This design comes from an exercise in tuning for small area, a short achievable clock period and few clock cycles per item on the open sky130 flow, not from production work.
In this exercise RTL edits were held to simulation tests only and were not proved equivalent to the original.
No activity file was given, so power comes from the tool's default toggle rates.

$ cat flow/standard.sh
#!/bin/bash
# synth_recipe.tcl (not shown) runs the flow's synth.tcl, then flattens the netlist and writes it again
# the make line also repeats each setting of config.mk as NAME=value (left out here)
make -C /OpenROAD-flow-scripts/flow DESIGN_CONFIG=/design/flow/config.mk WORK_HOME=/design/flow/orfs CLKGATE_MAP_FILE= SYNTH_SCRIPT=/design/flow/synth_recipe.tcl "${@:-finish}"
$ cat flow/flow/run.sh
#!/bin/bash
# Layout flow: the standard layout (standard.sh: ORFS synthesis through
# finish, unchanged), except that
#  - the buffers global placement puts on the input and output ports are
#    sky130_fd_sc_hd__buf_2 cells rather than the buffer buffer_ports picks by
#    default (a slow delay cell on this platform);
#  - clock tree synthesis clusters up to 22 sinks (80 um across) per leaf buffer and adds no
#    dummy loads.
# make's full output goes to flow_standard.log in the work folder; ORFS keeps
# each step's own log under orfs/logs/.
set -euo pipefail
export BUFFER_PORTS_ARGS="-buffer_cell sky130_fd_sc_hd__buf_2"
export SETUP_SLACK_MARGIN=14.85
export CTS_ARGS="-sink_clustering_enable -repair_clock_nets -sink_clustering_size 22 -sink_clustering_max_diameter 80 -buf_list sky130_fd_sc_hd__clkbuf_16 -dont_use_dummy_load"
bash standard.sh > flow_standard.log 2>&1
$ cat flow/constraint.sdc
create_clock -name core_clock -period 20.0 [get_ports {clk}]
set_input_delay 4.0000 -clock core_clock [delete_from_list [all_inputs] [get_ports {clk}]]
set_output_delay 4.0000 -clock core_clock [all_outputs]
set_load 0.01 [all_outputs]
$ cat flow/config.mk
export PLATFORM = sky130hd
export DESIGN_NAME = oxdon_rs_dec
export DESIGN_NICKNAME = oxdon_rs_dec
export VERILOG_FILES = /design/flow/design.v
export SDC_FILE = /design/flow/constraint.sdc
export NUM_CORES = 4
export LEC_CHECK = 0
export CAP_MARGIN = 20
export CORE_MARGIN = 2
export CORE_UTILIZATION = 50
export PLACE_DENSITY = 0.6
export SLEW_MARGIN = 20
$ cat flow/design.v
module oxdon_rs_dec (
    input  wire       clk,
    input  wire       rst,           
    input  wire       in_valid,
    input  wire [9:0] in_sym,
    output wire       in_ready,
    output reg        err_valid,
    output reg  [9:0] err_pos,       
    output reg  [9:0] err_val,       
    output reg        cw_done,
    output reg        cw_fail,
    output reg  [4:0] cw_nerr
);
    localparam integer T    = 15;
    localparam integer NPAR = 2 * T;      
    localparam [4:0] LAM = 5'd1;
    function [9:0] phi;
        input [9:0] x;
        begin
            phi[0] = ^(x & 10'h177);
            phi[1] = ^(x & 10'h188);
            phi[2] = ^(x & 10'h3e4);
            phi[3] = ^(x & 10'h2c0);
            phi[4] = ^(x & 10'h184);
            phi[5] = ^(x & 10'h0f0);
            phi[6] = ^(x & 10'h12a);
            phi[7] = ^(x & 10'h136);
            phi[8] = ^(x & 10'h070);
            phi[9] = ^(x & 10'h3bc);
        end
    endfunction
    function [9:0] phiinv;
        input [9:0] x;
        begin
            phiinv[0] = ^(x & 10'h06f);
            phiinv[1] = ^(x & 10'h05e);
            phiinv[2] = ^(x & 10'h22a);
            phiinv[3] = ^(x & 10'h238);
            phiinv[4] = ^(x & 10'h0d2);
            phiinv[5] = ^(x & 10'h13c);
            phiinv[6] = ^(x & 10'h0ee);
            phiinv[7] = ^(x & 10'h120);
            phiinv[8] = ^(x & 10'h31a);
            phiinv[9] = ^(x & 10'h1c6);
        end
    endfunction
    localparam [159:0] INV5_TAB = 160'hdd263fd5512a35ee8b0b699e78649663ae9e4820;
    function [4:0] inv5;
        input [4:0] a;
        begin
            inv5 = INV5_TAB[5 * a +: 5];
        end
    endfunction
    function [9:0] gf_mul;
        input [9:0] a;
        input [9:0] b;
        integer i;
        reg [9:0] p, x;
        begin
            p = 10'd0;
            x = a;
            for (i = 0; i < 10; i = i + 1) begin
                if (b[i]) p = p ^ x;
                x = {x[8:0], 1'b0} ^ (x[9] ? 10'h009 : 10'h000);
            end
            gf_mul = p;
        end
    endfunction
    function [9:0] gf_pow_alpha;
        input integer n;
        integer i;
        reg [9:0] x;
        begin
            x = 10'd1;
            for (i = 0; i < n; i = i + 1)
                x = {x[8:0], 1'b0} ^ (x[9] ? 10'h009 : 10'h000);
            gf_pow_alpha = x;
        end
    endfunction
    function [99:0] gf_cmat;
        input [9:0] c;
        integer i, k;
        reg [9:0] col;
        begin
            gf_cmat = 100'd0;
            for (i = 0; i < 10; i = i + 1) begin
                col = gf_mul(10'd1 << i, c);
                for (k = 0; k < 10; k = k + 1)
                    gf_cmat[10 * k + i] = col[k];
            end
        end
    endfunction
    function [9:0] gf_mat;
        input [9:0]  x;
        input [99:0] m;
        integer k;
        begin
            for (k = 0; k < 10; k = k + 1)
                gf_mat[k] = ^(x & m[10 * k +: 10]);
        end
    endfunction
    function [4:0] mul5;
        input [4:0] a;
        input [4:0] b;
        integer i;
        reg [4:0] p, x;
        begin
            p = 5'd0;
            x = a;
            for (i = 0; i < 5; i = i + 1) begin
                if (b[i]) p = p ^ x;
                x = {x[3:0], 1'b0} ^ (x[4] ? 5'h05 : 5'h00);
            end
            mul5 = p;
        end
    endfunction
    function [9:0] cmul;
        input [9:0] a;
        input [9:0] b;
        reg [4:0] p1, p0, pm;
        begin
            p1 = mul5(a[9:5], b[9:5]);
            p0 = mul5(a[4:0], b[4:0]);
            pm = mul5(a[9:5] ^ a[4:0], b[9:5] ^ b[4:0]);
            cmul = {pm ^ p0, p0 ^ mul5(LAM, p1)};
        end
    endfunction
    reg        v_q, first_q, last_q;
    reg  [9:0] s_q;
    reg  [9:0] in_cnt;                    
    reg        in_rdy;
    wire       take = in_valid && in_rdy;
    wire       last = (in_cnt == 10'd543);
    assign in_ready = in_rdy;
    always @(posedge clk) begin
        s_q     <= in_sym;
        first_q <= (in_cnt == 10'd0);
        last_q  <= last;
    end
    reg  [9:0] syn [0:NPAR-1];
    reg        syn_full;                  
    reg        copy;                      
    genvar gj;
    generate
        for (gj = 0; gj < NPAR; gj = gj + 1) begin : g_syn
            localparam [99:0] MJ = gf_cmat(gf_pow_alpha(gj));
            always @(posedge clk)
                if (v_q)
                    syn[gj] <= (first_q ? 10'd0 : gf_mat(syn[gj], MJ)) ^ s_q;
        end
    endgenerate
    localparam [2:0] S_IDLE  = 3'd0;
    localparam [2:0] S_SETUP = 3'd1;      
    localparam [2:0] S_STEP  = 3'd2;
    localparam [2:0] S_DRAIN = 3'd3;      
    localparam [2:0] S_CHIEN = 3'd5;
    localparam [2:0] S_DONE  = 3'd7;
    reg [2:0]  st;
    reg        om_ph;                     
    reg [9:0]  s_cp [0:NPAR-1];           
    reg [9:0]  la [0:T];                  
    reg [9:0]  bb [0:T];                  
    reg [9:0]  gam, dl, acc;
    reg [4:0]  r;                         
    reg [4:0]  L;                         
    reg [4:0]  ln;                        
    reg [4:0]  m;                         
    reg [T:0]  i_oh;                      
    reg [T:0]  j_oh;                      
    reg [4:0]  ks;                        
    reg        swp, upd, vq, fl;
    reg [9:0]  nq, sq;
    reg [3:0]  oi;                        
    reg [9:0]  kpos;                      
    reg [4:0]  roots;
    reg  s_pend;
    wire start   = (st == S_IDLE || st == S_DONE) && s_pend;
    wire copy_ok_n = !((s_pend && st != S_IDLE) || copy) &&
                     ((st == S_CHIEN) || (st == S_DONE) ||
                      (st == S_IDLE && !s_pend));
    reg [9:0] a_rd, b_rd;
    integer q;
    always @(*) begin
        a_rd = 10'd0;
        b_rd = 10'd0;
        for (q = 0; q <= T; q = q + 1) begin
            if (i_oh[q])           a_rd = a_rd | la[q];
            if (j_oh[q])           b_rd = b_rd | bb[q];
        end
    end
    wire [9:0] nw    = upd ? (gf_mul(gam, a_rd) ^ gf_mul(dl, b_rd)) : a_rd;
    wire [9:0] s_rd  = (ks < 5'd30) ? s_cp[ks] : 10'd0;
    wire [9:0] acc_n = acc ^ gf_mul(nq, sq);
    wire [4:0] m_n   = swp ? 5'd0 : m + 5'd1;
    wire [4:0] r_n   = r + 5'd1;
    wire       upd_c = (acc_n != 10'd0);
    wire       swp_c = upd_c && ({ln, 1'b0} <= {1'b0, r_n});
    wire [4:0] lnA   = r_n + 5'd1 - ln;
    wire [5:0] jbA   = {1'b0, lnA} - 6'd1 - {1'b0, m_n};
    wire [5:0] jbB   = {1'b0, ln} - 6'd1 - {1'b0, m_n};
    wire [T:0] iA    = 16'd1 << lnA[3:0];
    wire [T:0] iB    = 16'd1 << ln[3:0];
    wire [T:0] jA    = jbA[5] ? 16'd0 : (16'd1 << jbA[3:0]);
    wire [T:0] jB    = jbB[5] ? 16'd0 : (16'd1 << jbB[3:0]);
    wire [3:0] oi_n  = om_ph ? oi + 4'd1 : 4'd0;
    wire       bm_nx = !om_ph && r != 5'd29;       
    wire       om_end = (st == S_DRAIN) && om_ph && ({1'b0, oi_n} == L);
    reg [9:0] sum_e, sum_o, sum_w;
    integer ci;
    always @(*) begin
        sum_e = 10'd0;
        sum_o = 10'd0;
        sum_w = 10'd0;
        for (ci = 0; ci <= T; ci = ci + 1) begin
            if (ci % 2 == 1) sum_o = sum_o ^ la[ci];
            else             sum_e = sum_e ^ la[ci];
        end
        for (ci = 0; ci < T; ci = ci + 1)
            sum_w = sum_w ^ bb[ci];
    end
    wire [9:0] sum_l = sum_e ^ sum_o;
    wire ch_root = (sum_l == 10'd0);
    wire ch_last = (kpos == 10'd1) || (ch_root && (roots + 5'd1 == L));
    reg [9:0] la_st [0:T];
    reg [9:0] bb_st [0:T];
    genvar gi;
    generate
        for (gi = 0; gi <= T; gi = gi + 1) begin : g_chien
            localparam [99:0] MI = gf_cmat(gf_pow_alpha(T - gi));
            always @(*) begin
                la_st[gi] = gf_mat(la[gi], MI);
                bb_st[gi] = gf_mat(bb[gi], MI);
            end
        end
    endgenerate
    wire       in_chien = (st == S_CHIEN);
    wire       bm_step  = (st == S_STEP);
    wire [9:0] la_bus = start ? 10'd1 : nw;
    wire [9:0] bb_bus = start ? 10'd1 : om_ph ? acc_n : a_rd;
    reg  [T:0] la_we, bb_we;
    integer w;
    always @(*) begin
        for (w = 0; w <= T; w = w + 1) begin
            la_we[w] = start || (bm_step && upd && i_oh[w]);
            bb_we[w] = (start && w == 0) || (bm_step && swp && i_oh[w]) ||
                       (st == S_DRAIN && om_ph && oi == w) || (om_end && w >= L);
        end
    end
    integer k;
    always @(posedge clk) begin
        if (copy)
            for (k = 0; k < NPAR; k = k + 1) s_cp[k] <= syn[k];
        for (k = 0; k <= T; k = k + 1) begin
            if (in_chien)
                la[k] <= la_st[k];
            else if (la_we[k])
                la[k] <= la_bus & {10{k == 0 || !start}};
        end
        for (k = 0; k <= T; k = k + 1) begin
            if (in_chien)
                bb[k] <= bb_st[k];
            else if (bb_we[k])
                bb[k] <= bb_bus & {10{!(om_end && k >= L && k != oi)}};
        end
    end
    always @(posedge clk) begin
        nq <= nw;
        sq <= s_rd;
        if (st == S_DRAIN || st == S_SETUP)
            acc <= 10'd0;
        else if (vq)
            acc <= acc_n;
    end
    wire       syn_full_n = (syn_full && !copy) || (v_q && last_q);
    wire [9:0] in_cnt_n   = take ? (last ? 10'd0 : in_cnt + 10'd1) : in_cnt;
    always @(posedge clk) begin
        begin
            v_q      <= take;
            in_cnt   <= in_cnt_n;
            syn_full <= syn_full_n;
            in_rdy   <= (in_cnt != 10'd0 && !last) || copy_ok_n ||
                        !(syn_full_n || last);
            s_pend   <= (s_pend && !start) || copy;
            copy     <= syn_full_n && copy_ok_n;
            vq       <= bm_step;
            cw_done  <= 1'b0;
            case (st)
                S_IDLE: ;
                S_SETUP: begin
                    upd  <= (dl != 10'd0);
                    swp  <= (dl != 10'd0);
                    ln   <= {4'd0, dl != 10'd0};
                    i_oh <= (dl != 10'd0) ? 16'd2 : 16'd1;
                    j_oh <= (dl != 10'd0) ? 16'd1 : 16'd0;
                    ks   <= (dl != 10'd0) ? 5'd0 : 5'd1;
                    st   <= S_STEP;
                end
                S_STEP: begin
                    i_oh <= i_oh >> 1;
                    j_oh <= j_oh >> 1;
                    ks   <= ks + 5'd1;
                    if (i_oh[0]) st <= S_DRAIN;
                end
                S_DRAIN: begin
                    dl <= acc_n;
                    if (!om_ph) begin
                        if (swp) gam <= dl;
                        m <= m_n;
                        L <= ln;
                        r <= r_n;
                    end
                    oi <= oi_n;
                    upd  <= bm_nx && upd_c;
                    swp  <= bm_nx && swp_c;
                    ln   <= swp_c ? lnA : ln;
                    i_oh <= !bm_nx ? (16'd1 << oi_n) : swp_c ? iA : iB;
                    j_oh <= !bm_nx ? 16'd0 : swp_c ? jA : jB;
                    ks   <= !bm_nx ? 5'd0 : swp_c ? ln : lnA;    
                    if (bm_nx) begin
                        if (swp_c && lnA > 5'd15) begin
                            fl <= 1'b1;
                            st <= S_DONE;
                        end else begin
                            st <= S_STEP;
                        end
                    end else begin
                        om_ph <= 1'b1;
                        if (!om_ph && ln == 5'd0)
                            st <= S_DONE;              
                        else if (om_end)
                            st <= S_CHIEN;
                        else
                            st <= S_STEP;
                    end
                    kpos  <= 10'd544;
                    roots <= 5'd0;
                end
                S_CHIEN: begin
                    kpos  <= kpos - 10'd1;
                    roots <= roots + {4'd0, ch_root};
                    if (ch_last) st <= S_DONE;
                end
                S_DONE: begin
                    cw_done <= 1'b1;
                    st      <= S_IDLE;
                end
                default: st <= S_IDLE;
            endcase
            if (start) begin
                gam   <= 10'd1;
                dl    <= s_cp[0];
                L     <= 5'd0;
                m     <= 5'd0;
                r     <= 5'd0;
                om_ph <= 1'b0;
                fl    <= 1'b0;
                roots <= 5'd0;
                st    <= S_SETUP;
            end
        end
        if (rst) begin
            st       <= S_IDLE;
            v_q      <= 1'b0;
            in_cnt   <= 10'd0;
            syn_full <= 1'b0;
            in_rdy   <= 1'b1;
            s_pend   <= 1'b0;
            copy     <= 1'b0;
            vq       <= 1'b0;
            cw_done  <= 1'b0;
        end
    end
    reg        f2_v;
    reg [9:0]  f2_u;
    reg [4:0]  f2_d;
    wire [9:0] f1_a = phi(sum_o);
    wire [9:0] f1_w = phi(sum_w);
    wire [4:0] fa1 = f1_a[9:5];
    wire [4:0] fa0 = f1_a[4:0];
    wire [4:0] fdel = mul5(fa0, fa0) ^ mul5(fa0, fa1) ^ mul5(LAM, mul5(fa1, fa1));
    wire [4:0] fdi = inv5(f2_d);
    wire [9:0] fe  = {mul5(f2_u[9:5], fdi), mul5(f2_u[4:0], fdi)};
    always @(posedge clk) begin
        f2_d    <= fdel;
        f2_u    <= cmul(f1_w, {fa1, fa0 ^ fa1});
        err_pos <= kpos;
        cw_fail <= fl || (roots != L);
        cw_nerr <= roots;
        err_val <= phiinv(fe);
        if (rst) begin
            f2_v      <= 1'b0;
            err_valid <= 1'b0;
        end else begin
            f2_v      <= in_chien && ch_root;
            err_valid <= f2_v;
        end
    end
endmodule
==> summary.txt, run 1 <==
Setup path
  • Slowest stage delay, CP: between 0.3 and 0.4 ns
  • CP startpoint: cw_nerr[4]
  • Crit. End Element: primary output
  • Arr. time, crit path: 1.19 ns
  • WP data required: 16.00 ns
  • CP startpoint kind: flop
  • Cell family with most CP delay: flip-flops
  • CP max FO: 1
  • CP Class: reg -> out
  • Worst path slowest cell: dfxtp_4
  • Buf/Inv on CP: 1
  • RR Startpoint: i_oh[6]
  • Cells along the critical path: buf_6

Global route
  • Vias in the first global route: 42281
  • Grt ovf: 0
  • Largest net degree at the start of global routing: 171
  • All-Layer GR Usage: 30.8%
  • Global-route wire length before repair: between 200000 and 300000 um
  • Initial antenna violation count: 0

Floorplanning
  • # rows: ~130
  • Initial Utilization: between 50% and 60%
  • Die area: 131000 um^2
  • Die width: 362 um
  • Boundary Pins: 42
  • Core Region: 127000 um^2
  • Die Y: 362 um

Clocking
  • CTS root buf: clkbuf_16
  • Worst-Skew Late Latency: 0.71 ns
  • CTS tree: built
  • Number of CTS-inserted buffers: 73
  • Clock-pin slew on the worst setup and hold paths: 0.09 ns
  • Htree depth: 3
  • Max Buffers Root-to-Sink: 3
  • TritonCTS sink count: 1125

Power
  • PwrDens: between 70 and 80 nW/um^2
  • Leakage: between 20 and 25 nW
  • Max IR drop VDD: around 71 uV

Yosys
  • Yosys warning count: 7
  • Sequential share of the synthesized area: 50.7%
  • Compound-cell area share of the yosys netlist: 10.6%
  • EDFF count, synth: 988
  • Post-Syn Instances: 5761
  • Yosys reg bits: approximately 1100
  • Post-synthesis mux area share: 0.577%
  • Predominant post-synthesis flop cell: edfxtp_1
  • Avg Inst Size Synth: 11.1 um^2
  • Post-Synth XOR/XNOR Area: 24.7%
  • Adder-Cell Fraction of Synth Area: 1.11%
  • Mapped Area: 64000 um^2
  • Fraction of registers with async set/reset: 0%
  • Unique masters post-synth: 80
  • Largest family of logic cells by synthesized area: XOR/XNOR gates
  • Synth Area in Simple Gates: roughly a tenth
  • Syn Nets: a little under 6000

Hold path
  • HP Start: kpos[1]
  • Class of the worst hold path: reg -> reg

Drt
  • Length of the first detailed-routing pass in iterations: 6
  • Drc violations: 0
  • Routed WL per cell: 28.1 um
  • Routed vias/inst: 6.11
  • Via Count: 44485
  • Initial DRC count: 5571
  • Final wirelength: between 200000 and 250000 um
  • Antenna Nets Post-Route: 0

Final layout
  • Commonest non-fill, non-tap cell in the layout: xnor2_1
  • Sequential Area: approximately 32000 um^2
  • Most frequent cells in the layout: xnor2_1, edfxtp_1, nand2_1
  • Layout area overhead: 5.80%
  • Fill cells: 11104
  • Layout cells sized above 1: 5.31%
  • Fin util: 53.2%
  • Non-filler cells, final: 7277
  • Diode count: 0
  • Fin area: between 60000 and 70000 um^2
  • Area of the multi-input gates: 30100 um^2
  • Fin nets: 5685

STA
  • Worst Tran Pin Value: 1.16 ns
  • RSZ-0062 raised after global routing: true
  • FMAX: 193 MHz
  • Tcrit/Tclk final: 26.0%
  • Slew Limit Fails: 0
  • Final min period: 5.19 ns
  • Final setup viols: 0
  • Max Clock Skew: 0.0809 ns
  • Fin. Hold Viols: 0
  • Final TNS setup: 0 ns
  • Slew headroom: between 20% and 30%

Place
  • Dpl cells: 7200
  • IO Port Bufs: 41
  • HPWL Detailed: 141000 um
  • Placer Congestion: 1.01
  • Area of placed instances: roughly 66000 um^2

Job
  • Maxcap violations: 0

Outcome
  • Outcome: finished clean
==> what timing repair did <==
action                     in CTS  in global routing
setup endpoints to repair      16                124
gates resized for setup        27                 12
hold buffers                    0                  0
setup buffers                   0                  3
pin swaps                       0                  1
==> stage by stage <==
stage,hold slack (ns),setup slack [ns],power [W]
6_report,0.402,14.81,0.00493
5_1_grt,0.430,14.77,0.00510
4_1_cts,0.407,14.72,0.00496
3_5_place_dp,0.387,14.73,0.00354
3_3_place_gp,0.390,14.82,0.00352
2_1_floorplan,0.329,15.06,0.00333
==> per-layer routing <==
metal | routed length (um) | global-route usage (%)
met3 | 14800 | 3.92
met1 | 81900 | 40.7
met2 | 95900 | 50.3
met4 | 11900 | 14.9
met5 | 0 | 0
==> where the power goes <==
part	leakage, nW	internal [W]	total [W]	switching, W
sequential	9.99	0.00267	0.00277	0.000104
combinational	12.0	0.000315	0.000719	0.000404
clock	0.900	0.000649	0.00144	0.000794
==> state kept, by name, indices dropped and copies added (netlist names), 10 cells and up <==
name / count
s_cp: 300
syn: 300
in_cnt: 10
acc: 10
f2_u: 10
s_q: 10
j_oh: 16
sq: 10
nq: 10
la: 160
err_pos: 10
err_val: 10
gam: 10
kpos: 10
dl: 10
i_oh: 16
bb: 160
==> kinds of logic (layout without fill, tap and decap cells) <==
logic type | count (synthesis) | count (layout)
buf+inv | 415 | 269
xor+xnor | 1704 | 1704
compound gates | 981 | 981
flops | 1125 | 1125
fa+ha+maj | 55 | 55
mux | 30 | 30
simple gates | 1451 | 1451
==> path summary, 6_finish.rpt <==
kind              cells past startpoint  slack (ns)         end
hold / removal                        0        0.40  err_pos[1]
hold reg to reg                       0        0.40  err_pos[1]
setup / recovery                      1       14.81  cw_nerr[4]
setup reg to reg                     11       14.98    la[3][2]
==> synth_stat cells (all sizes together), types with 64 or more instances <==
library cell  count  area, um^2
xnor2          1128        9940
edfxtp          988       29700
nand2           584        2190
xor2            517        4550
nor2            515        1940
clkbuf          310        1160
o21ai           246        1230
dfxtp           137        2740
a21oi           125         626
a221oi          117        1020
a22o            111         972
a22oi           108         811
nand2b          108         676
o22ai           105         663
inv              64         240
==> final cells by class <==
type	instances	share of cell area (%)
Inverter	66	0.366
Multi-Input combinational cell	4221	44.5
Timing Repair Buffer	130	1.45
Sequential cell	1125	48.0
Clock buffer	73	2.70
Tap cell	1662	3.07
Testbench counts, summed over its fixed seeds: cycles 179,939, codewords 320.
==> run 2, diff against run 1 <==
--- a/flow/flow/run.sh
+++ b/flow/flow/run.sh
@@ -10,6 +10,6 @@
 # each step's own log under orfs/logs/.
 set -euo pipefail
 export BUFFER_PORTS_ARGS="-buffer_cell sky130_fd_sc_hd__buf_2"
-export SETUP_SLACK_MARGIN=14.85
+export SETUP_SLACK_MARGIN=15.0
 export CTS_ARGS="-sink_clustering_enable -repair_clock_nets -sink_clustering_size 22 -sink_clustering_max_diameter 80 -buf_list sky130_fd_sc_hd__clkbuf_16 -dont_use_dummy_load"
 bash standard.sh > flow_standard.log 2>&1
==> summary.txt, run 2 <==
Clocking
  • Max Buffers Root-to-Sink: 3 (unchanged)
  • Number of CTS-inserted buffers: 73 (unchanged)
  • CTS tree: built (unchanged)
  • TritonCTS sink count: 1125 (unchanged)
  • Worst-Skew Late Latency: 0.71 ns (about the same)
  • CTS root buf: clkbuf_16 (unchanged)
  • Clock-pin slew on the worst setup and hold paths: 0.09 ns (about the same)
  • Htree depth: 3 (unchanged)

Setup path
  • RR Startpoint: i_oh[4] (was i_oh[6])
  • CP startpoint: cw_nerr[4] (unchanged)
  • Crit. End Element: primary output (unchanged)
  • Worst path slowest cell: dfxtp_4 (unchanged)
  • Slowest stage delay, CP: 0.37 ns (about the same)
  • Cell family with most CP delay: flip-flops (unchanged)
  • Arr. time, crit path: 1.19 ns (about the same)
  • CP Class: reg -> out (unchanged)
  • CP startpoint kind: flop (unchanged)
  • Cells along the critical path: buf_6 (unchanged)
  • WP data required: 16.00 ns (about the same)
  • CP max FO: 1 (unchanged)
  • Buf/Inv on CP: 1 (unchanged)

Yosys
  • Avg Inst Size Synth: 11.1 um^2 (unchanged)
  • Post-synthesis mux area share: 0.577% (unchanged)
  • Most common cell in the netlist: xnor2_1 (unchanged)
  • Yosys reg bits: 1125 (unchanged)
  • Post-synth top cells: xnor2_1, edfxtp_1, nand2_1 (unchanged)
  • Yosys top cell area share: 46.4% (unchanged)
  • Compound-cell area share of the yosys netlist: 10.6% (unchanged)
  • EDFF count, synth: 988 (unchanged)
  • Unique masters post-synth: 80 (unchanged)
  • Mapped Area: 64000 um^2 (unchanged)
  • Yosys warning count: 7 (unchanged)
  • Cell taking the most area after synthesis: edfxtp_1 (unchanged)
  • Sequential share of the synthesized area: 50.7% (unchanged)
  • Main area contributors after synthesis: edfxtp_1, xnor2_1, xor2_1, dfxtp_1, nand2_1 (unchanged)
  • Post-Synth XOR/XNOR Area: 24.7% (unchanged)
  • Fraction of registers with async set/reset: 0% (unchanged)
  • Syn Nets: 5829 (unchanged)
  • Post-Syn Instances: 5761 (unchanged)
  • Synth Area in Simple Gates: 9.83% (unchanged)
  • Largest family of logic cells by synthesized area: XOR/XNOR gates (unchanged)
  • Adder-Cell Fraction of Synth Area: 1.11% (unchanged)
  • Predominant post-synthesis flop cell: edfxtp_1 (unchanged)

Final layout
  • Largest regs: s_cp: 300 flops, syn: 300 flops (unchanged)
  • Area of the multi-input gates: 30100 um^2 (about the same)
  • Fill cells: 11086 (was 11104)
  • Fin nets: 5701 (was 5685)
  • Fin area: 67800 um^2 (was 67700 um^2)
  • Sequential Area: 32500 um^2 (about the same)
  • Diode count: 0 (unchanged)
  • Commonest non-fill, non-tap cell in the layout: xnor2_1 (unchanged)
  • Layout cells sized above 1: 5.70% (was 5.31%)
  • Layout area overhead: 6.03% (was 5.80%)
  • Most frequent cells in the layout: xnor2_1, edfxtp_1, nand2_1 (unchanged)

Global route
  • GRT Max-Usage Layer: met2 (unchanged)
  • All-Layer GR Usage: 30.8% (about the same)
  • Met2 GRT Util: 50.3% (about the same)
  • Global-route wire length before repair: 298000 um (about the same)
  • Met3 GRT Util: 3.98% (was 3.92%)
  • Largest net degree at the start of global routing: 171 (unchanged)
  • Vias in the first global route: 42276 (was 42281)
  • GRT met1 Usage: 40.7% (about the same)
  • Grt ovf: 0 (unchanged)
  • Initial antenna violation count: 0 (unchanged)

Drt
  • Routed vias/inst: 6.11 (about the same)
  • Initial DRC count: 5519 (was 5571)
  • Routed WL per cell: 28.1 um (about the same)
  • Antenna Nets Post-Route: 0 (unchanged)
  • Length of the first detailed-routing pass in iterations: 8 (was 6)
  • Final wirelength: 205000 um (was 204000 um)
  • Drc violations: 0 (unchanged)
  • Via Count: 44567 (was 44485)

Floorplanning
  • Core Region: 127000 um^2 (unchanged)
  • # rows: 131 (unchanged)
  • Die width: 362 um (unchanged)
  • Die Y: 362 um (unchanged)
  • Die area: 131000 um^2 (unchanged)
  • Initial Utilization: 50.3% (unchanged)
  • Boundary Pins: 42 (unchanged)

Place
  • HPWL Detailed: 141000 um (unchanged)
  • Area of placed instances: 65700 um^2 (unchanged)
  • Pre-CTS setup slack: 14.73 ns (unchanged)
  • Placer Congestion: 1.01 (unchanged)
  • IO Port Bufs: 41 (unchanged)

Power
  • NetSw: 0.00131 W (was 0.00130 W)
  • Clock share of power: 29.3% (was 29.2%)
  • Max IR drop VDD: 70.9 uV (about the same)
  • Leakage: 23.0 nW (was 22.9 nW)
  • Sequential fraction of design power: 56.1% (was 56.2%)
  • PwrDens: 72.8 nW/um^2 (was 72.9 nW/um^2)
  • Switching share of power: 26.4% (about the same)
  • Combinational power share: 14.6% (about the same)
  • Internal power: 0.00363 W (about the same)

STA
  • Final min period: 5.19 ns (about the same)
  • Worst setup margin: 14.81 ns (about the same)
  • Tcrit/Tclk final: 26.0% (about the same)
  • Worst Tran Pin Value: 1.17 ns (was 1.16 ns)
  • RSZ-0062 raised after global routing: true (unchanged)
  • Slew Limit Fails: 0 (unchanged)
  • FMAX: 193 MHz (about the same)
  • Fin. Hold Viols: 0 (unchanged)
  • Slew headroom: 21.4% (was 22.1%)
  • Final setup viols: 0 (unchanged)
  • Max Clock Skew: 0.0801 ns (was 0.0809 ns)
  • Final TNS setup: 0 ns (unchanged)

Hold path
  • HP Start: kpos[1] (unchanged)
  • Class of the worst hold path: reg -> reg (unchanged)

Outcome
  • Outcome: finished clean (unchanged)

Job
  • Maxcap violations: 0 (unchanged)
[run 2: cell count changes in the layout (fill, tap and decap cells not counted), sizes merged]
cell / previous run / this run
inv: 64 / 63
buf: 130 / 146
clkinvlp: 0 / 1
[run 2: worst paths after layout]
kind	endpoint	slack, ns	depth (start not counted)
min	err_pos[1]	0.40	0
min reg2reg	err_pos[1]	0.40	0
max	cw_nerr[4]	14.81	1
max reg2reg	la[5][1]	15.09	11
[run 2: area by class of cell]
class / count / area share (%)
multi-input combinational: 4221 / 44.4
tap: 1662 / 3.07
clock buffer: 73 / 2.69
sequential: 1125 / 47.9
timing repair buffer: 146 / 1.64
inverter: 66 / 0.371
[run 2: routing by layer]
layer	routed length, um	part of all wire (%)
met1	82200	40
met2	95900	47
met3	14400	7.0
met4	12200	6.0
met5	0	0
[run 2: cell families after synthesis]
logic type | count (synthesis)
XOR/XNOR | 1704
AND/OR/NAND/NOR | 1451
flip-flops | 1125
AO/OA/AOI/OAI | 981
buffers and inverters | 415
adder cells (fa/ha/maj) | 55
multiplexers | 30
[run 2: through the flow]
| step | cells | total power [W] | util (%) | hold WS (ns) |
|---|---|---|---|---|
| floorplan | 5761 | 0.00333 | - | 0.329 |
| global placement | 7199 | 0.00352 | 51.6 | 0.390 |
| detailed placement | 7200 | 0.00354 | 51.6 | 0.387 |
| CTS | 7273 | 0.00496 | 53.1 | 0.407 |
| global route | 7293 | 0.00510 | 53.3 | 0.430 |
| finish | 7293 | 0.00494 | 53.3 | 0.402 |
[run 2: what timing repair did]
action | in CTS | in global routing
setup buffers | 0 | 19
endpoints found under the setup margin | 56 | 153
pin swaps | 1 | 5
resized for setup | 30 | 18
hold buffers | 0 | 0
[run 2: power groups by stage]
stage,clock [W],sequential [W],combinational [W]
after global placement,0,0.00282,0.000701
after global routing,0.00154,0.00278,0.000786
final,0.00145,0.00277,0.000719
after detailed placement,0,0.00282,0.000712
after floorplan,0,0.00278,0.000552
after CTS,0.00147,0.00277,0.000717
==> run 3, diff against run 2 <==
--- a/flow/flow/run.sh
+++ b/flow/flow/run.sh
@@ -10,6 +10,6 @@
 # each step's own log under orfs/logs/.
 set -euo pipefail
 export BUFFER_PORTS_ARGS="-buffer_cell sky130_fd_sc_hd__buf_2"
-export SETUP_SLACK_MARGIN=15.0
+export SETUP_SLACK_MARGIN=15.2
 export CTS_ARGS="-sink_clustering_enable -repair_clock_nets -sink_clustering_size 22 -sink_clustering_max_diameter 80 -buf_list sky130_fd_sc_hd__clkbuf_16 -dont_use_dummy_load"
 bash standard.sh > flow_standard.log 2>&1
==> summary.txt, run 3 <==
Setup path
  • CP startpoint: cw_done (was cw_nerr[4])
  • CP startpoint kind: flop (unchanged)
  • Crit. End Element: primary output (unchanged)
  • CP Class: reg -> out (unchanged)
  • WP data required: 16.00 ns (about the same)
  • Slowest stage delay, CP: 0.40 ns (was 0.37 ns)
  • Arr. time, crit path: 1.19 ns (about the same)
  • Buf/Inv on CP: 1 (unchanged)
  • RR Startpoint: i_oh[5] (was i_oh[4])
  • Worst path slowest cell: dfxtp_4 (unchanged)
  • Cell family with most CP delay: flip-flops (unchanged)
  • CP max FO: 1 (unchanged)
  • Cells along the critical path: buf_6 (unchanged)

Drt
  • Routed vias/inst: 6.13 (was 6.11)
  • Via Count: 44707 (was 44567)
  • Routed WL per cell: 28.0 um (was 28.1 um)
  • Drc violations: 0 (unchanged)
  • Initial DRC count: 5789 (was 5519)
  • Antenna Nets Post-Route: 0 (unchanged)
  • Final wirelength: 205000 um (about the same)
  • Length of the first detailed-routing pass in iterations: 9 (was 8)

STA
  • FMAX: 193 MHz (about the same)
  • Final setup viols: 0 (unchanged)
  • Slew Limit Fails: 0 (unchanged)
  • RSZ-0062 raised after global routing: true (unchanged)
  • Slew headroom: 15.7% (was 21.4%)
  • Tcrit/Tclk final: 26.0% (about the same)
  • Fin. Hold Viols: 0 (unchanged)
  • Max Clock Skew: 0.0706 ns (was 0.0801 ns)
  • Final TNS setup: 0 ns (unchanged)
  • Final min period: 5.19 ns (about the same)
  • Worst Tran Pin Value: 1.26 ns (was 1.17 ns)

Global route
  • Grt ovf: 0 (unchanged)
  • Initial antenna violation count: 2 (was 0)
  • GRT Max-Usage Layer: met2 (unchanged)
  • Largest net degree at the start of global routing: 166 (was 171)
  • Met2 GRT Util: 50.0% (was 50.3%)
  • Vias in the first global route: 42605 (was 42276)
  • GRT met1 Usage: 41.1% (was 40.7%)
  • All-Layer GR Usage: 30.8% (about the same)
  • Global-route wire length before repair: 298000 um (about the same)
  • Met3 GRT Util: 4.15% (was 3.98%)

Final layout
  • Most frequent cells in the layout: xnor2_1, edfxtp_1, nand2_1 (unchanged)
  • Fin nets: 5704 (was 5701)
  • Commonest non-fill, non-tap cell in the layout: xnor2_1 (unchanged)
  • Largest regs: s_cp: 300 flops, syn: 300 flops (unchanged)
  • Fin area: 68000 um^2 (was 67800 um^2)
  • Fill cells: 11147 (was 11086)
  • Layout area overhead: 6.25% (was 6.03%)
  • Layout cells sized above 1: 6.11% (was 5.70%)
  • Fin util: 53.4% (was 53.3%)

Floorplanning
  • # rows: 131 (unchanged)
  • Die area: 131000 um^2 (unchanged)
  • Boundary Pins: 42 (unchanged)
  • Initial Utilization: 50.3% (unchanged)
  • Die Y: 362 um (unchanged)
  • Die width: 362 um (unchanged)
  • Core Region: 127000 um^2 (unchanged)

Clocking
  • Worst-Skew Late Latency: 0.71 ns (about the same)
  • Clock-pin slew on the worst setup and hold paths: 0.08 ns (was 0.09 ns)
  • TritonCTS sink count: 1125 (unchanged)
  • CTS root buf: clkbuf_16 (unchanged)
  • Number of CTS-inserted buffers: 74 (was 73)
  • Max Buffers Root-to-Sink: 3 (unchanged)
  • Htree depth: 3 (unchanged)
  • CTS tree: built (unchanged)
  • Cts hold-fix bufs: 0 (unchanged)

Yosys
  • Fraction of registers with async set/reset: 0% (unchanged)
  • Predominant post-synthesis flop cell: edfxtp_1 (unchanged)
  • Post-synth top cells: xnor2_1, edfxtp_1, nand2_1 (unchanged)
  • Cell taking the most area after synthesis: edfxtp_1 (unchanged)
  • Syn Nets: 5829 (unchanged)
  • Post-Syn Instances: 5761 (unchanged)
  • EDFF count, synth: 988 (unchanged)
  • Yosys warning count: 7 (unchanged)
  • Main area contributors after synthesis: edfxtp_1, xnor2_1, xor2_1, dfxtp_1, nand2_1 (unchanged)
  • Yosys reg bits: 1125 (unchanged)
  • Yosys top cell area share: 46.4% (unchanged)
  • Sequential share of the synthesized area: 50.7% (unchanged)
  • Most common cell in the netlist: xnor2_1 (unchanged)
  • Unique masters post-synth: 80 (unchanged)
  • Mapped Area: 64000 um^2 (unchanged)
  • Avg Inst Size Synth: 11.1 um^2 (unchanged)

Place
  • Area of placed instances: 65700 um^2 (about the same)
  • HPWL Detailed: 140000 um (was 141000 um)
  • Placer Congestion: 1.01 (about the same)
  • IO Port Bufs: 41 (unchanged)

Power
  • PwrDens: 72.6 nW/um^2 (was 72.8 nW/um^2)
  • Leakage: 23.0 nW (about the same)
  • Max IR drop VDD: 63.5 uV (was 70.9 uV)

Hold path
  • HP Start: kpos[1] (unchanged)
  • Class of the worst hold path: reg -> reg (unchanged)

Outcome
  • Outcome: finished clean (unchanged)

Job
  • Maxcap violations: 0 (unchanged)
run 3: cell counts after synthesis:
No cell type changed its count.
run 3: report_power, final:
group / switching (W) / leakage (nW) / internal, W
clock: 0.000792 / 0.912 / 0.000657
sequential: 0.000104 / 9.99 / 0.00267
combinational: 0.000398 / 12.1 / 0.000315
total: 0.00129 / 23.0 / 0.00364
run 3: logic make-up (layout without fill, tap and decap cells):
family	Yosys count	in the layout	share of synthesized area, %
fa+ha+maj	55	55	1.11
mux	30	30	0.577
other cells	0	1	0
flops	1125	1125	50.7
buf+inv	415	288	2.49
xor+xnor	1704	1704	24.7
compound gates	981	981	10.6
simple gates	1451	1451	9.83
run 3: timing repair:
action | CTS | global route
pin swaps | 1 | 5
gates resized for setup | 36 | 26
buffers inserted | 3 | 17
setup endpoints to repair | 92 | 227
run 3: per-layer routing:
metal	wire length (um)	share of wire [%]	up-vias
met1	81400	40	22175
met5	0	0	-
met2	95900	47	2229
li1	-	-	19856
met3	16300	8.0	447
met4	10900	5.3	0
run 3: path summary, 6_finish.rpt:
kind                            cells after the start          to  slack (ns)
worst min-delay path                                0  err_pos[1]        0.40
worst max-delay path                                1     cw_done       14.81
worst max register to register                     10    la[1][0]       15.35
worst min register to register                      0  err_pos[1]        0.40
run 3: area by class of cell:
| type | instances | area [um^2] | area share (%) |
|---|---|---|---|
| diodes | 1 | 2.50 | 0.00368 |
| clock buffers | 74 | 1850 | 2.72 |
| inverters | 66 | 258 | 0.379 |
| repair buffers | 148 | 1130 | 1.66 |
| well taps | 1662 | 2080 | 3.06 |
| multi-input cells | 4221 | 30200 | 44.4 |
| flip-flops and latches | 1125 | 32500 | 47.8 |
run 3: metrics by stage:
| step | worst slack [ns] | hold slack [ns] | std cells | total power, W |
|---|---|---|---|---|
| 6_report | 14.81 | 0.398 | 7297 | 0.00493 |
| 5_1_grt | 14.77 | 0.441 | 7296 | 0.00510 |
| 4_1_cts | 14.77 | 0.404 | 7277 | 0.00496 |
| 3_5_place_dp | 14.63 | 0.386 | 7200 | 0.00353 |
| 3_3_place_gp | 14.76 | 0.386 | 7199 | 0.00352 |
| 2_1_floorplan | 15.18 | 0.329 | 5761 | 0.00333 |
==> run 4, diff against run 3 <==
--- a/flow/flow/run.sh
+++ b/flow/flow/run.sh
@@ -10,6 +10,6 @@
 # each step's own log under orfs/logs/.
 set -euo pipefail
 export BUFFER_PORTS_ARGS="-buffer_cell sky130_fd_sc_hd__buf_2"
-export SETUP_SLACK_MARGIN=15.2
+export SETUP_SLACK_MARGIN=14.7
 export CTS_ARGS="-sink_clustering_enable -repair_clock_nets -sink_clustering_size 22 -sink_clustering_max_diameter 80 -buf_list sky130_fd_sc_hd__clkbuf_16 -dont_use_dummy_load"
 bash standard.sh > flow_standard.log 2>&1
--- a/flow/config.mk
+++ b/flow/config.mk
@@ -7,6 +7,6 @@
 export LEC_CHECK = 0
 export CAP_MARGIN = 20
 export CORE_MARGIN = 2
-export CORE_UTILIZATION = 50
-export PLACE_DENSITY = 0.6
+export CORE_UTILIZATION = 62
+export PLACE_DENSITY = 0.72
 export SLEW_MARGIN = 20
==> summary.txt, run 4 <==
Final layout
  • Non-filler cells, final: 6963 (was 7297)
  • Layout cells sized above 1: 4.65% (was 6.11%)
  • Largest regs: s_cp: 300 flops, syn: 300 flops (unchanged)
  • Commonest non-fill, non-tap cell in the layout: xnor2_1 (unchanged)
  • Fin nets: 5663 (was 5704)
  • Fill cells: 7987 (was 11147)
  • Layout area overhead: 4.48% (was 6.25%)
  • Sequential Area: 32400 um^2 (was 32500 um^2)
  • Most frequent cells in the layout: xnor2_1, edfxtp_1, nand2_1 (unchanged)
  • Area of the multi-input gates: 30100 um^2 (was 30200 um^2)
  • Fin area: 66800 um^2 (was 68000 um^2)

Outcome
  • Outcome: finished clean (unchanged)

STA
  • Worst setup margin: 14.76 ns (was 14.81 ns)
  • Tcrit/Tclk final: 26.2% (was 26.0%)
  • RSZ-0062 raised after global routing: true (unchanged)
  • Final min period: 5.24 ns (was 5.19 ns)
  • Max Clock Skew: 0.0637 ns (was 0.0706 ns)
  • Slew headroom: 24.8% (was 15.7%)
  • Final setup viols: 0 (unchanged)
  • Slew Limit Fails: 0 (unchanged)
  • Final TNS setup: 0 ns (unchanged)
  • Fin. Hold Viols: 0 (unchanged)
  • FMAX: 191 MHz (was 193 MHz)
  • Worst Tran Pin Value: 1.12 ns (was 1.26 ns)

Setup path
  • Reg2Reg Depth: 11 (was 10)
  • Slowest stage delay, CP: 0.37 ns (was 0.40 ns)
  • Cell family with most CP delay: flip-flops (unchanged)
  • CP startpoint kind: flop (unchanged)
  • Crit. End Element: primary output (unchanged)
  • CP max FO: 1 (unchanged)
  • Buf/Inv on CP: 1 (unchanged)
  • Arr. time, crit path: 1.24 ns (was 1.19 ns)
  • Cells along the critical path: buf_2 (was buf_6)
  • Reg2reg end: la[9][5] (was la[1][0])
  • WP data required: 16.00 ns (about the same)
  • RR Startpoint: i_oh[4] (was i_oh[5])
  • Reg2Reg Setup Slack: 14.79 ns (was 15.35 ns)
  • Worst path slowest cell: dfxtp_1 (was dfxtp_4)
  • CP Class: reg -> out (unchanged)

Yosys
  • EDFF count, synth: 988 (unchanged)
  • Sequential share of the synthesized area: 50.7% (unchanged)
  • Mapped Area: 64000 um^2 (unchanged)
  • Yosys warning count: 7 (unchanged)
  • Post-synth top cells: xnor2_1, edfxtp_1, nand2_1 (unchanged)
  • Cell taking the most area after synthesis: edfxtp_1 (unchanged)
  • Unique masters post-synth: 80 (unchanged)
  • Yosys top cell area share: 46.4% (unchanged)
  • Avg Inst Size Synth: 11.1 um^2 (unchanged)
  • Main area contributors after synthesis: edfxtp_1, xnor2_1, xor2_1, dfxtp_1, nand2_1 (unchanged)
  • Fraction of registers with async set/reset: 0% (unchanged)
  • Most common cell in the netlist: xnor2_1 (unchanged)
  • Yosys reg bits: 1125 (unchanged)
  • Predominant post-synthesis flop cell: edfxtp_1 (unchanged)
  • Syn Nets: 5829 (unchanged)
  • Post-Syn Instances: 5761 (unchanged)

Drt
  • Antenna Nets Post-Route: 0 (unchanged)
  • Via Count: 44980 (was 44707)
  • Length of the first detailed-routing pass in iterations: 6 (was 9)
  • Routed WL per cell: 28.0 um (about the same)
  • Initial DRC count: 6239 (was 5789)
  • Drc violations: 0 (unchanged)
  • Final wirelength: 195000 um (was 205000 um)
  • Routed vias/inst: 6.46 (was 6.13)

Clocking
  • Max Buffers Root-to-Sink: 3 (unchanged)
  • CTS tree: built (unchanged)
  • TritonCTS sink count: 1125 (unchanged)
  • Htree depth: 2 (was 3)
  • CTS root buf: clkbuf_16 (unchanged)
  • Number of CTS-inserted buffers: 61 (was 74)
  • Worst-Skew Late Latency: 0.72 ns (was 0.71 ns)
  • Cts hold-fix bufs: 0 (unchanged)
  • Setup Buffers After CTS: 0 (was 3)
  • Clock-pin slew on the worst setup and hold paths: 0.09 ns (was 0.08 ns)

Hold path
  • Hold Path End: err_pos[1] (unchanged)
  • Hold Crit Depth: 0 (unchanged)
  • HP Start: kpos[1] (unchanged)
  • Class of the worst hold path: reg -> reg (unchanged)

Place
  • Area of placed instances: 65200 um^2 (was 65700 um^2)
  • HPWL Detailed: 135000 um (was 140000 um)
  • Pre-CTS setup slack: 14.53 ns (was 14.63 ns)
  • Dpl cells: 6899 (was 7200)
  • Placer Congestion: 1.03 (was 1.01)
  • IO Port Bufs: 41 (unchanged)

Global route
  • Vias in the first global route: 42439 (was 42605)
  • All-Layer GR Usage: 36.3% (was 30.8%)
  • Largest net degree at the start of global routing: 179 (was 166)
  • Global-route wire length before repair: 286000 um (was 298000 um)
  • Grt ovf: 0 (unchanged)
  • Initial antenna violation count: 0 (was 2)

Floorplanning
  • Die Y: 325 um (was 362 um)
  • Die area: 106000 um^2 (was 131000 um^2)
  • Initial Utilization: 62.7% (was 50.3%)
  • Boundary Pins: 42 (unchanged)
  • Die width: 325 um (was 362 um)
  • Core Region: 102000 um^2 (was 127000 um^2)
  • # rows: 117 (was 131)

Power
  • Leakage: 22.7 nW (was 23.0 nW)
  • Max IR drop VDD: 79.1 uV (was 63.5 uV)
  • PwrDens: 71.1 nW/um^2 (was 72.6 nW/um^2)

Job
  • Maxcap violations: 0 (unchanged)
run 4: cell types whose count changed in the layout (fill, tap and decap cells not counted), moves of 7 or more:
cell       delta
buf_6        -13
dfxtp_1      +16
nor2_1        +7
nand2_1       +9
nand2_2       -8
buf_2        +11
clkbuf_16    -13
nor2_2        -7
buf_4        -25
dfxtp_2      -13
run 4: timing repair:
action	in CTS	in global routing
pin swaps	0	1
setup endpoints to repair	10	131
resized for setup	1	7
run 4: cell type report:
class / instances / area share (%)
multi-input cells: 4221 / 45.0
clock buffers: 61 / 2.28
repair buffers: 120 / 1.24
flip-flops and latches: 1125 / 48.5
inverters: 66 / 0.371
diodes: 2 / 0.00749
well taps: 1368 / 2.56
run 4: stage by stage:
step / util (%) / hold WS [ns] / total power, W
floorplan: - / 0.329 / 0.00333
global placement: 63.9 / 0.391 / 0.00349
detailed placement: 63.9 / 0.399 / 0.00351
CTS: 65.4 / 0.417 / 0.00475
global route: 65.5 / 0.438 / 0.00491
finish: 65.5 / 0.415 / 0.00475
run 4: power by group:
group	total (W)	switching [W]	internal, W
logic	0.000688	0.000380	0.000309
clock network	0.00129	0.000750	0.000539
registers	0.00278	0.000108	0.00267
total	0.00475	0.00124	0.00352
run 4: per-layer routing:
metal | part of all wire [%] | wire [um] | track usage [%]
met5 | 0 | 0 | 0
met4 | 6.5 | 12800 | 19.1
met3 | 9.2 | 18000 | 5.70
met2 | 47 | 91200 | 58.8
met1 | 37 | 73100 | 47.3
run 4: how the worst max path moves through the flow:
stage                   from         to  slack [ns]  cells after the start
floorplan           in_valid  in_cnt[5]       15.06                      5
global placement       st[0]   bb[3][0]       14.76                     11
detailed placement     st[0]   bb[3][0]       14.53                     11
CTS                  cw_done    cw_done       14.70                      1
global route           st[0]   bb[3][8]       14.65                     11
finish               cw_done    cw_done       14.76                      1
run 4: cell families (layout without fill, tap and decap cells):
logic type	after synthesis	after routing	synth area share, %
XOR/XNOR	1704	1704	24.7
AND/OR/NAND/NOR	1451	1451	9.83
flip-flops	1125	1125	50.7
AO/OA/AOI/OAI	981	981	10.6
buffers and inverters	415	247	2.49
adder cells (fa/ha/maj)	55	55	1.11
multiplexers	30	30	0.577
other	0	2	0

## re-timing with driven ports
How much do the figures lean on ideal ports? The routed layouts below were timed once more, with nothing changed but the port constraints.
Step 1 assumes that a clkbuf_16 drives the clock port and a buf_2 every other input.
Step 2 adds t to the input delays and takes it off the output delays; t is the mean of the earliest and latest rising clock arrival at the registers after step 1. Input paths then give back, and output paths get back, about the clock's delay inside the block.
a / b / c = ideal ports / drivers / drivers and shift; a / b = the first two.
| run | shift t [ns] | setup WS [ns] | hold WS [ns] |
|---|---|---|---|
| run 1 | 0.739 | 14.806 / 14.739 / 14.817 | 0.402 / 0.402 / 0.402 |
| run 2 | 0.740 | 14.806 / 14.739 / 14.814 | 0.402 / 0.402 / 0.402 |
| run 3 | 0.748 | 14.808 / 14.733 / 14.905 | 0.398 / 0.398 / 0.398 |
| run 4 | 0.774 | 14.765 / 14.686 / 14.790 | 0.415 / 0.415 / 0.415 |
After both steps setup and hold are still met in every run listed.
